From an optimization exercise on the open Yosys and OpenROAD flow, aimed at small area, a short achievable clock period and few clock cycles per item; shortcuts taken in it are not production practice.
The RTL was checked by simulation tests, not by an equivalence proof against the original design.
Power is estimated from default activity; no workload was simulated.

==> inputs of branch garnet <==
==> flow/design.v (excerpt) <==
module cmac16 (
    input  wire         clk,
    input  wire         rst,         
    input  wire         in_valid,
    output wire         in_ready,
    input  wire [5:0]   in_op,       
    input  wire [3:0]   in_lane,     
    input  wire [4:0]   in_shift,    
    input  wire         in_sat,      
    input  wire [255:0] in_x,        
    input  wire [255:0] in_w,        
    output reg          resp_valid,
    output reg          resp_ovf,
    output reg  [255:0] resp_data
);
==> module cmac16, before the edit <==
module cmac16 (
    input  wire         clk,
    input  wire         rst,         
    input  wire         in_valid,
    output wire         in_ready,
    input  wire [5:0]   in_op,       
    input  wire [3:0]   in_lane,     
    input  wire [4:0]   in_shift,    
    input  wire         in_sat,      
    input  wire [255:0] in_x,        
    input  wire [255:0] in_w,        
    output reg          resp_valid,
    output reg          resp_ovf,
    output reg  [255:0] resp_data
);
    localparam OP_CMAC   = 6'h30;
    localparam OP_CMACZ  = 6'h31;
    localparam OP_CMACJ  = 6'h32;
    localparam OP_CMACJZ = 6'h33;
    localparam OP_CMACE  = 6'h34;
    localparam OP_CMACEZ = 6'h35;
    localparam OP_NARROW = 6'h38;
    localparam OP_NARROWS = 6'h39;
    assign in_ready = 1'b1;
    wire fire = in_valid & ~rst;
    wire is_mac    = (in_op >= OP_CMAC) && (in_op <= OP_CMACEZ);
    wire is_narrow = (in_op == OP_NARROW) || (in_op == OP_NARROWS);
    reg         v0, nar0, sat0;
    reg [4:0]   shift0;
    wire [15:0] wsel = in_w[in_lane*16 +: 16];
    always @(posedge clk) begin
        v0     <= fire;
        nar0   <= fire & is_narrow;
        sat0   <= in_sat;
        shift0 <= in_shift;
    end
    reg         v1, v2;
    reg [16:0]  ps_i [0:15], pc_i [0:15];    
    reg [16:0]  ps_q [0:15], pc_q [0:15];
    always @(posedge clk) begin
        v1     <= v0 & ~rst;
        v2     <= v1 & ~rst;
    end
    wire [31:0] acc_i [0:15];
    wire [31:0] acc_q [0:15];
    wire [31:0] mac_ovf;
    wire [31:0] nar_ovf;
    wire [255:0] nar_data;
    wire [15:0]  lane_ovf;
    reg  [15:0]  lane_ovf2;
    reg  [255:0] nar_data2;
    genvar g;
    generate
        for (g = 0; g < 16; g = g + 1) begin : lane
            wire       mac, elem, conj, clear, sat1, nar1_l;
            wire [4:0] shift1;
            wire [30:7] ge1;
            cmac16_ctl u_c (
                .clk(clk), .rst(rst), .valid(in_valid), .op(in_op),
                .sat0(sat0), .shift0(shift0), .nar0(nar0), .nar1(nar1_l),
                .mac(mac), .elem(elem), .conj(conj),
                .clear(clear), .sat1(sat1), .shift1(shift1), .ge1(ge1));
            wire [15:0] xg = in_x[16*g +: 16] & {16{mac}};
            wire [3:0] ei_one, ei_two, eq_one, eq_two;
            genvar k;
            for (k = 0; k < 4; k = k + 1) begin : booth
                wire i_hi = xg[2*k+1];
                wire i_md = xg[2*k];
                wire i_lo = (k == 0) ? 1'b0 : xg[2*k-1];
                wire q_hi = xg[8+2*k+1];
                wire q_md = xg[8+2*k];
                wire q_lo = (k == 0) ? 1'b0 : xg[8+2*k-1];
                assign ei_one[k] = i_md ^ i_lo;
                assign ei_two[k] = (i_hi & ~i_md & ~i_lo) | (~i_hi & i_md & i_lo);
                assign eq_one[k] = q_md ^ q_lo;
                assign eq_two[k] = (q_hi & ~q_md & ~q_lo) | (~q_hi & q_md & q_lo);
            end
            reg [3:0] i_one, i_two, i_neg, q_one, q_two, q_neg;
            reg [7:0] wi, wq;
            reg [3:0] nq0, ni0;
            always @(posedge clk) begin
                i_one <= ei_one;
                i_two <= ei_two;
                i_neg <= {xg[7], xg[5], xg[3], xg[1]};
                q_one <= eq_one;
                q_two <= eq_two;
                q_neg <= {xg[15], xg[13], xg[11], xg[9]};
                {wq, wi} <= elem ? in_w[16*g +: 16] : wsel;
                nq0 <= {in_x[16*g+15], in_x[16*g+13], in_x[16*g+11], in_x[16*g+9]} ^ {4{~conj}};
                ni0 <= {in_x[16*g+7], in_x[16*g+5], in_x[16*g+3], in_x[16*g+1]} ^ {4{conj}};
            end
            wire [16:0] psi, pci, psq, pcq;
            cmac16_cdot u_i (
                .a_one(i_one), .a_two(i_two), .a_neg(i_neg),
                .b_one(q_one), .b_two(q_two), .b_neg(nq0),
                .wa(wi), .wb(wq), .ps(psi), .pc(pci));
            cmac16_cdot u_q (
                .a_one(q_one), .a_two(q_two), .a_neg(q_neg),
                .b_one(i_one), .b_two(i_two), .b_neg(ni0),
                .wa(wi), .wb(wq), .ps(psq), .pc(pcq));
            always @(posedge clk) begin
                ps_i[g] <= psi;
                pc_i[g] <= pci;
                ps_q[g] <= psq;
                pc_q[g] <= pcq;
            end
            cmac16_acc u_ai (.clk(clk), .clear(clear), .sat(sat1), .ps(ps_i[g]), .pc(pc_i[g]), .acc(acc_i[g]), .ovf(mac_ovf[2*g]));
            cmac16_acc u_aq (.clk(clk), .clear(clear), .sat(sat1), .ps(ps_q[g]), .pc(pc_q[g]), .acc(acc_q[g]), .ovf(mac_ovf[2*g+1]));
            cmac16_nar u_ni (.a(acc_i[g]), .s(shift1), .ge(ge1), .sat(sat1), .y(nar_data[16*g +: 8]), .ovf(nar_ovf[2*g]));
            cmac16_nar u_nq (.a(acc_q[g]), .s(shift1), .ge(ge1), .sat(sat1), .y(nar_data[16*g+8 +: 8]), .ovf(nar_ovf[2*g+1]));
            assign lane_ovf[g] = mac_ovf[2*g] | mac_ovf[2*g+1]
                               | (nar1_l & (nar_ovf[2*g] | nar_ovf[2*g+1]));
        end
    endgenerate
    always @(posedge clk) begin
        lane_ovf2  <= lane_ovf;
        nar_data2  <= nar_data;
        resp_valid <= v2 & ~rst;
        resp_ovf   <= |lane_ovf2;
        resp_data  <= nar_data2;
    end
endmodule
clock: 14.0 ns
lec_check: 0
cap_margin: 20
core_margin: 2
core_utilization: 65
place_density: 0.75
slew_margin: 20
synth_hierarchical: 1
tns_end_percent: 100
standard.sh (not shown) runs the stock make flow with config.mk's settings and CLKGATE_MAP_FILE= SYNTH_SCRIPT=/design/flow/synth_recipe.tcl, a recipe that flattens the netlist after the stock synthesis.
==> flow/flow/run.sh <==
#!/bin/bash
# Layout flow: the standard ORFS flow (standard.sh), unchanged, run in two
# parts. Floorplan and placement run as standard; from clock tree synthesis
# on, the timing repair steps are asked for a setup slack of SETUP_MARGIN ns
# (flow/setup_margin) at the design's own clock period and constraints, so
# that they keep shortening the worst paths after the design meets the clock.
# (config.mk's SETUP_SLACK_MARGIN stops at 5 ns.) Sizing may change a cell's
# footprint (MATCH_CELL_FOOTPRINT=0), and ports are buffered with buf_4.
# Each tool's full output is in orfs/logs/; standard.sh's own output goes to
# standard_*.log here.
set -euo pipefail
cd "$(dirname "$0")/.."
MARGIN=$(cat flow/setup_margin)
KNOBS=(MATCH_CELL_FOOTPRINT=0 "BUFFER_PORTS_ARGS=-buffer_cell sky130_fd_sc_hd__buf_4")
bash standard.sh "${KNOBS[@]}" SETUP_SLACK_MARGIN=0 place > standard_place.log 2>&1
bash standard.sh "${KNOBS[@]}" SETUP_SLACK_MARGIN="$MARGIN" finish > standard_finish.log 2>&1
==> flow/flow/setup_margin <==
10.5
==> branch xenon (differences from branch garnet) <==
--- a/flow/design.v
+++ b/flow/design.v
@@ -30,40 +30,40 @@
     wire [15:0] wsel = in_w[in_lane*16 +: 16];
     always @(posedge clk) begin
         v0     <= fire;
         nar0   <= fire & is_narrow;
         sat0   <= in_sat;
         shift0 <= in_shift;
     end
-    reg         v1, v2;
+    reg         v1;
+    reg [30:7]  ge1;     
+    integer     gi;
     reg [16:0]  ps_i [0:15], pc_i [0:15];    
     reg [16:0]  ps_q [0:15], pc_q [0:15];
     always @(posedge clk) begin
         v1     <= v0 & ~rst;
-        v2     <= v1 & ~rst;
+        for (gi = 7; gi <= 30; gi = gi + 1)
+            ge1[gi] <= (shift0 <= gi - 7);
     end
     wire [31:0] acc_i [0:15];
     wire [31:0] acc_q [0:15];
     wire [31:0] mac_ovf;
     wire [31:0] nar_ovf;
     wire [255:0] nar_data;
     wire [15:0]  lane_ovf;
-    reg  [15:0]  lane_ovf2;
-    reg  [255:0] nar_data2;
     genvar g;
     generate
         for (g = 0; g < 16; g = g + 1) begin : lane
             wire       mac, elem, conj, clear, sat1, nar1_l;
             wire [4:0] shift1;
-            wire [30:7] ge1;
             cmac16_ctl u_c (
                 .clk(clk), .rst(rst), .valid(in_valid), .op(in_op),
                 .sat0(sat0), .shift0(shift0), .nar0(nar0), .nar1(nar1_l),
                 .mac(mac), .elem(elem), .conj(conj),
-                .clear(clear), .sat1(sat1), .shift1(shift1), .ge1(ge1));
+                .clear(clear), .sat1(sat1), .shift1(shift1));
             wire [15:0] xg = in_x[16*g +: 16] & {16{mac}};
             wire [3:0] ei_one, ei_two, eq_one, eq_two;
             genvar k;
             for (k = 0; k < 4; k = k + 1) begin : booth
                 wire i_hi = xg[2*k+1];
                 wire i_md = xg[2*k];
                 wire i_lo = (k == 0) ? 1'b0 : xg[2*k-1];
@@ -109,19 +109,17 @@
             cmac16_nar u_ni (.a(acc_i[g]), .s(shift1), .ge(ge1), .sat(sat1), .y(nar_data[16*g +: 8]), .ovf(nar_ovf[2*g]));
             cmac16_nar u_nq (.a(acc_q[g]), .s(shift1), .ge(ge1), .sat(sat1), .y(nar_data[16*g+8 +: 8]), .ovf(nar_ovf[2*g+1]));
             assign lane_ovf[g] = mac_ovf[2*g] | mac_ovf[2*g+1]
                                | (nar1_l & (nar_ovf[2*g] | nar_ovf[2*g+1]));
         end
     endgenerate
     always @(posedge clk) begin
-        lane_ovf2  <= lane_ovf;
-        nar_data2  <= nar_data;
-        resp_valid <= v2 & ~rst;
-        resp_ovf   <= |lane_ovf2;
-        resp_data  <= nar_data2;
+        resp_valid <= v1 & ~rst;
+        resp_ovf   <= |lane_ovf;
+        resp_data  <= nar_data;
     end
 endmodule
 module cmac16_ctl (
     input  wire       clk,
     input  wire       rst,
     input  wire       valid,
     input  wire [5:0] op,
@@ -130,34 +128,29 @@
     input  wire       nar0,
     output reg        nar1,
     output wire       mac,      
     output wire       elem,     
     output wire       conj,     
     output wire       clear,
     output reg        sat1,
-    output reg  [4:0] shift1,
-    output wire [30:7] ge1      
+    output reg  [4:0] shift1
 );
     assign mac  = valid & ~rst & (op >= 6'h30) & (op <= 6'h35);
     assign elem = (op == 6'h34) || (op == 6'h35);
     assign conj = (op == 6'h32) || (op == 6'h33);
     wire   repl = (op == 6'h31) || (op == 6'h33) || (op == 6'h35);
     reg repl0, rst1;
     always @(posedge clk) begin
         repl0  <= mac & repl;
         rst1   <= rst;
         sat1   <= sat0;
         shift1 <= shift0;
         nar1   <= nar0;
     end
     assign clear = rst | rst1 | repl0;
-    genvar i;
-    for (i = 7; i <= 30; i = i + 1) begin : g
-        assign ge1[i] = (shift1 <= i - 7);
-    end
 endmodule
 module cmac16_acc (
     input  wire        clk,
     input  wire        clear,
     input  wire        sat,
     input  wire [16:0] ps, pc,
     output reg  [31:0] acc,
@@ -307,46 +300,46 @@
     wire s5, c5;
     assign s5 = ar0[3] ^ ar1[1] ^ br0[3];
     assign c5 = (ar0[3] & ar1[1]) | (ar0[3] & br0[3]) | (ar1[1] & br0[3]);
     wire s6, c6;
     assign s6 = br1[1] ^ c2 ^ c3;
     assign c6 = (br1[1] & c2) | (br1[1] & c3) | (c2 & c3);
     wire s7, c7;
-    assign s7 = s5 ^ s6 ^ c4;
-    assign c7 = (s5 & s6) | (s5 & c4) | (s6 & c4);
+    assign s7 = s5 ^ s6;
+    assign c7 = s5 & s6;
     wire s8, c8;
     assign s8 = a_neg[2] ^ b_neg[2] ^ ar0[4];
     assign c8 = (a_neg[2] & b_neg[2]) | (a_neg[2] & ar0[4]) | (b_neg[2] & ar0[4]);
     wire s9, c9;
     assign s9 = ar1[2] ^ ar2[0] ^ br0[4];
     assign c9 = (ar1[2] & ar2[0]) | (ar1[2] & br0[4]) | (ar2[0] & br0[4]);
     wire s10, c10;
     assign s10 = br1[2] ^ br2[0] ^ c5;
     assign c10 = (br1[2] & br2[0]) | (br1[2] & c5) | (br2[0] & c5);
     wire s11, c11;
     assign s11 = s8 ^ s9 ^ c6;
     assign c11 = (s8 & s9) | (s8 & c6) | (s9 & c6);
     wire s12, c12;
-    assign s12 = s10 ^ s11 ^ c7;
-    assign c12 = (s10 & s11) | (s10 & c7) | (s11 & c7);
+    assign s12 = s10 ^ c7;
+    assign c12 = s10 & c7;
     wire s13, c13;
     assign s13 = ar0[5] ^ ar1[3] ^ ar2[1];
     assign c13 = (ar0[5] & ar1[3]) | (ar0[5] & ar2[1]) | (ar1[3] & ar2[1]);
     wire s14, c14;
     assign s14 = br0[5] ^ br1[3] ^ br2[1];
     assign c14 = (br0[5] & br1[3]) | (br0[5] & br2[1]) | (br1[3] & br2[1]);
     wire s15, c15;
     assign s15 = c8 ^ c9 ^ s13;
     assign c15 = (c8 & c9) | (c8 & s13) | (c9 & s13);
     wire s16, c16;
     assign s16 = s14 ^ c10 ^ s15;
     assign c16 = (s14 & c10) | (s14 & s15) | (c10 & s15);
     wire s17, c17;
-    assign s17 = c11 ^ s16;
-    assign c17 = c11 & s16;
+    assign s17 = c11 ^ c12;
+    assign c17 = c11 & c12;
     wire s18, c18;
     assign s18 = a_neg[3] ^ b_neg[3] ^ ar0[6];
     assign c18 = (a_neg[3] & b_neg[3]) | (a_neg[3] & ar0[6]) | (b_neg[3] & ar0[6]);
     wire s19, c19;
     assign s19 = ar1[4] ^ ar2[2] ^ ar3[0];
     assign c19 = (ar1[4] & ar2[2]) | (ar1[4] & ar3[0]) | (ar2[2] & ar3[0]);
     wire s20, c20;
@@ -400,16 +393,16 @@
     wire s36, c36;
     assign s36 = c27 ^ s34 ^ c28;
     assign c36 = (c27 & s34) | (c27 & c28) | (s34 & c28);
     wire s37, c37;
     assign s37 = s35 ^ c29 ^ s36;
     assign c37 = (s35 & c29) | (s35 & s36) | (c29 & s36);
     wire s38, c38;
-    assign s38 = c30 ^ s37 ^ c31;
-    assign c38 = (c30 & s37) | (c30 & c31) | (s37 & c31);
+    assign s38 = c30 ^ s37;
+    assign c38 = c30 & s37;
     wire s39, c39;
     assign s39 = 1'b1 ^ ar1[7] ^ ar2[5];
     assign c39 = (1'b1 & ar1[7]) | (1'b1 & ar2[5]) | (ar1[7] & ar2[5]);
     wire s40, c40;
     assign s40 = ar3[3] ^ br1[7] ^ br2[5];
     assign c40 = (ar3[3] & br1[7]) | (ar3[3] & br2[5]) | (br1[7] & br2[5]);
     wire s41, c41;
@@ -474,10 +467,10 @@
     assign c60 = (c56 & s59) | (c56 & c57) | (s59 & c57);
     wire s61, c61;
     assign s61 = 1'b1 ^ ~ar3[8] ^ ~br3[8];
     assign c61 = (1'b1 & ~ar3[8]) | (1'b1 & ~br3[8]) | (~ar3[8] & ~br3[8]);
     wire s62, c62;
     assign s62 = s61 ^ c59;
     assign c62 = s61 & c59;
-    assign ps = {1'b0, c61, c60, c58, c54, c50, c44, c38, s38, s30, c17, c12, s12, s7, s4, c0, br0[0]};
-    assign pc = {1'b0, c62, s62, s60, s58, s54, s50, s44, 1'b0, s31, s24, s17, 1'b0, 1'b0, 1'b0, s1, s0};
+    assign ps = {1'b0, c61, c60, c58, c54, c50, c44, c38, c31, s30, c17, s16, s11, c4, s4, c0, br0[0]};
+    assign pc = {1'b0, c62, s62, s60, s58, s54, s50, s44, s38, s31, s24, s17, s12, s7, 1'b0, s1, s0};
 endmodule
==> flow/flow/setup_margin (replaced) <==
10
==> branch ember (differences from branch garnet) <==
--- a/flow/design.v
+++ b/flow/design.v
@@ -30,69 +30,61 @@
     wire [15:0] wsel = in_w[in_lane*16 +: 16];
     always @(posedge clk) begin
         v0     <= fire;
         nar0   <= fire & is_narrow;
         sat0   <= in_sat;
         shift0 <= in_shift;
     end
-    reg         v1, v2;
+    reg         v1;
     reg [16:0]  ps_i [0:15], pc_i [0:15];    
     reg [16:0]  ps_q [0:15], pc_q [0:15];
     always @(posedge clk) begin
         v1     <= v0 & ~rst;
-        v2     <= v1 & ~rst;
     end
     wire [31:0] acc_i [0:15];
     wire [31:0] acc_q [0:15];
     wire [31:0] mac_ovf;
     wire [31:0] nar_ovf;
     wire [255:0] nar_data;
     wire [15:0]  lane_ovf;
-    reg  [15:0]  lane_ovf2;
-    reg  [255:0] nar_data2;
     genvar g;
     generate
         for (g = 0; g < 16; g = g + 1) begin : lane
             wire       mac, elem, conj, clear, sat1, nar1_l;
             wire [4:0] shift1;
             wire [30:7] ge1;
             cmac16_ctl u_c (
                 .clk(clk), .rst(rst), .valid(in_valid), .op(in_op),
                 .sat0(sat0), .shift0(shift0), .nar0(nar0), .nar1(nar1_l),
                 .mac(mac), .elem(elem), .conj(conj),
                 .clear(clear), .sat1(sat1), .shift1(shift1), .ge1(ge1));
-            wire [15:0] xg = in_x[16*g +: 16] & {16{mac}};
-            wire [3:0] ei_one, ei_two, eq_one, eq_two;
-            genvar k;
-            for (k = 0; k < 4; k = k + 1) begin : booth
-                wire i_hi = xg[2*k+1];
-                wire i_md = xg[2*k];
-                wire i_lo = (k == 0) ? 1'b0 : xg[2*k-1];
-                wire q_hi = xg[8+2*k+1];
-                wire q_md = xg[8+2*k];
-                wire q_lo = (k == 0) ? 1'b0 : xg[8+2*k-1];
-                assign ei_one[k] = i_md ^ i_lo;
-                assign ei_two[k] = (i_hi & ~i_md & ~i_lo) | (~i_hi & i_md & i_lo);
-                assign eq_one[k] = q_md ^ q_lo;
-                assign eq_two[k] = (q_hi & ~q_md & ~q_lo) | (~q_hi & q_md & q_lo);
-            end
-            reg [3:0] i_one, i_two, i_neg, q_one, q_two, q_neg;
-            reg [7:0] wi, wq;
+            reg [7:0] xi, xq, wi, wq;
             reg [3:0] nq0, ni0;
             always @(posedge clk) begin
-                i_one <= ei_one;
-                i_two <= ei_two;
-                i_neg <= {xg[7], xg[5], xg[3], xg[1]};
-                q_one <= eq_one;
-                q_two <= eq_two;
-                q_neg <= {xg[15], xg[13], xg[11], xg[9]};
+                {xq, xi} <= in_x[16*g +: 16] & {16{mac}};
                 {wq, wi} <= elem ? in_w[16*g +: 16] : wsel;
                 nq0 <= {in_x[16*g+15], in_x[16*g+13], in_x[16*g+11], in_x[16*g+9]} ^ {4{~conj}};
                 ni0 <= {in_x[16*g+7], in_x[16*g+5], in_x[16*g+3], in_x[16*g+1]} ^ {4{conj}};
             end
+            wire [3:0] i_one, i_two, i_neg, q_one, q_two, q_neg;
+            genvar k;
+            for (k = 0; k < 4; k = k + 1) begin : booth
+                wire i_hi = xi[2*k+1];
+                wire i_md = xi[2*k];
+                wire i_lo = (k == 0) ? 1'b0 : xi[2*k-1];
+                wire q_hi = xq[2*k+1];
+                wire q_md = xq[2*k];
+                wire q_lo = (k == 0) ? 1'b0 : xq[2*k-1];
+                assign i_one[k] = i_md ^ i_lo;
+                assign i_two[k] = (i_hi & ~i_md & ~i_lo) | (~i_hi & i_md & i_lo);
+                assign i_neg[k] = i_hi;
+                assign q_one[k] = q_md ^ q_lo;
+                assign q_two[k] = (q_hi & ~q_md & ~q_lo) | (~q_hi & q_md & q_lo);
+                assign q_neg[k] = q_hi;
+            end
             wire [16:0] psi, pci, psq, pcq;
             cmac16_cdot u_i (
                 .a_one(i_one), .a_two(i_two), .a_neg(i_neg),
                 .b_one(q_one), .b_two(q_two), .b_neg(nq0),
                 .wa(wi), .wb(wq), .ps(psi), .pc(pci));
             cmac16_cdot u_q (
                 .a_one(q_one), .a_two(q_two), .a_neg(q_neg),
@@ -109,19 +101,17 @@
             cmac16_nar u_ni (.a(acc_i[g]), .s(shift1), .ge(ge1), .sat(sat1), .y(nar_data[16*g +: 8]), .ovf(nar_ovf[2*g]));
             cmac16_nar u_nq (.a(acc_q[g]), .s(shift1), .ge(ge1), .sat(sat1), .y(nar_data[16*g+8 +: 8]), .ovf(nar_ovf[2*g+1]));
             assign lane_ovf[g] = mac_ovf[2*g] | mac_ovf[2*g+1]
                                | (nar1_l & (nar_ovf[2*g] | nar_ovf[2*g+1]));
         end
     endgenerate
     always @(posedge clk) begin
-        lane_ovf2  <= lane_ovf;
-        nar_data2  <= nar_data;
-        resp_valid <= v2 & ~rst;
-        resp_ovf   <= |lane_ovf2;
-        resp_data  <= nar_data2;
+        resp_valid <= v1 & ~rst;
+        resp_ovf   <= |lane_ovf;
+        resp_data  <= nar_data;
     end
 endmodule
 module cmac16_ctl (
     input  wire       clk,
     input  wire       rst,
     input  wire       valid,
     input  wire [5:0] op,
==> flow/flow/setup_margin (replaced) <==
10
==> comparison table <==
item                                                                                           branch garnet             branch ember              branch xenon
Run status                                                                           complete, no violations  complete, no violations  finished with violations
Violated checks                                                                                            -                        -        antenna violations
Share of synthesized area occupied by flip-flops and latches                                           23.7%                    21.7%                     23.0%
Routed length on met2                                                                                 453 mm                   413 mm                    438 mm
Met3 wirelength from detailed routing                                                                 118 mm                   106 mm                    122 mm
N_diodes                                                                                                 215                      129                       231
Number of instances in the synthesized netlist                                                        30,600                   29,900                    30,000
Path type of the worst setup path                                                     register to output pin     register to register    register to output pin
Starting utilization of the core area                                                                  65.3%                    65.1%                     65.3%
Detailed Route WL                                                                                    1060 mm                   962 mm                   1040 mm
Top fanout value on the critical path                                                                      1                        3                         1
Area grow syn2layout                                                                                   11.1%                    5.72%                     3.71%
Number of rows in the core area                                                                          249                      246                       244
Met2 demand-to-capacity share in global routing                                                        63.0%                    60.3%                     65.0%
Cell-internal power                                                                                  35.3 mW                  33.1 mW                   31.6 mW
Highest-delay cell along the critical path                                                           dfxtp_4                   nor4_4                   dfxtp_4
Antenna violations before repair                                                                         223                       90                       173
Filler instances                                                                                      32,900                   34,700                    35,000
Worst slew margin relative to its limit                                                                20.5%                    12.9%                     19.0%
Post-Place Worst Slack                                                                               8.11 ns                  8.01 ns                   8.23 ns
Vias in the first global route                                                                       233,000                  224,000                   224,000
Logic power comb                                                                                     34.6 mW                  34.5 mW                   30.8 mW
Final non-filler cell area                                                                      334,000 um^2             309,000 um^2              299,000 um^2
DRT iter0 DRCs                                                                                        28,600                   27,200                    29,500
Clock transition time at the flip-flop clock pins of the worst setup and hold paths                  0.07 ns                  0.06 ns                   0.07 ns
Routed via count                                                                                     245,000                  233,000                   233,000
Xor/xnor share of the synthesized area                                                                 9.51%                    9.79%                     9.92%
Clock buffer instance count of the final layout                                                          504                      462                       487
Testbench counts of branch garnet, summed over its fixed seeds: cycles 24,425, items 24,393.
Testbench counts of branch xenon, summed over its fixed seeds: cycles 24,417, items 24,393.
Testbench counts of branch ember, summed over its fixed seeds: cycles 24,417, items 24,393.

static timing again, ports no longer ideal:
The flow's constraints put no driver on any port. The routed layouts listed below were extracted and timed again, unchanged, in two steps.
Step 1: set_driving_cell puts a clkbuf_16 on clk and a buf_2 on each other input, an assumption about the parent block.
Step 2 moves the port delays by t, midway between the first and last clock arrival at a register: inputs arrive t later, outputs are due t later. That takes back most of the time a late clock gives input paths.
a / b / c = no drivers / after step 1 / after step 2; a / b = the first two.
| run | shift t [ns] | setup slack, ns | worst hold slack (ns) | clock arrival spread, ns | worst data-port slew with drivers (ns) |
|---|---|---|---|---|---|
| branch garnet | 1.196 | 9.540 / 9.438 / 8.769 | 0.279 / 0.279 / 0.279 | 0.087 / 0.087 | 0.71 |
| branch xenon | 1.146 | 9.582 / 9.447 / 8.832 | 0.492 / 0.492 / 0.492 | 0.058 / 0.058 | 0.56 |
| branch ember | 1.174 | 9.385 / 9.385 / 8.729 | 0.467 / 0.467 / 0.467 | 0.086 / 0.086 | 0.36 |
The setup slack of branch garnet, which loses most, moves by -0.102 ns with the drivers and by -0.771 ns with both steps.
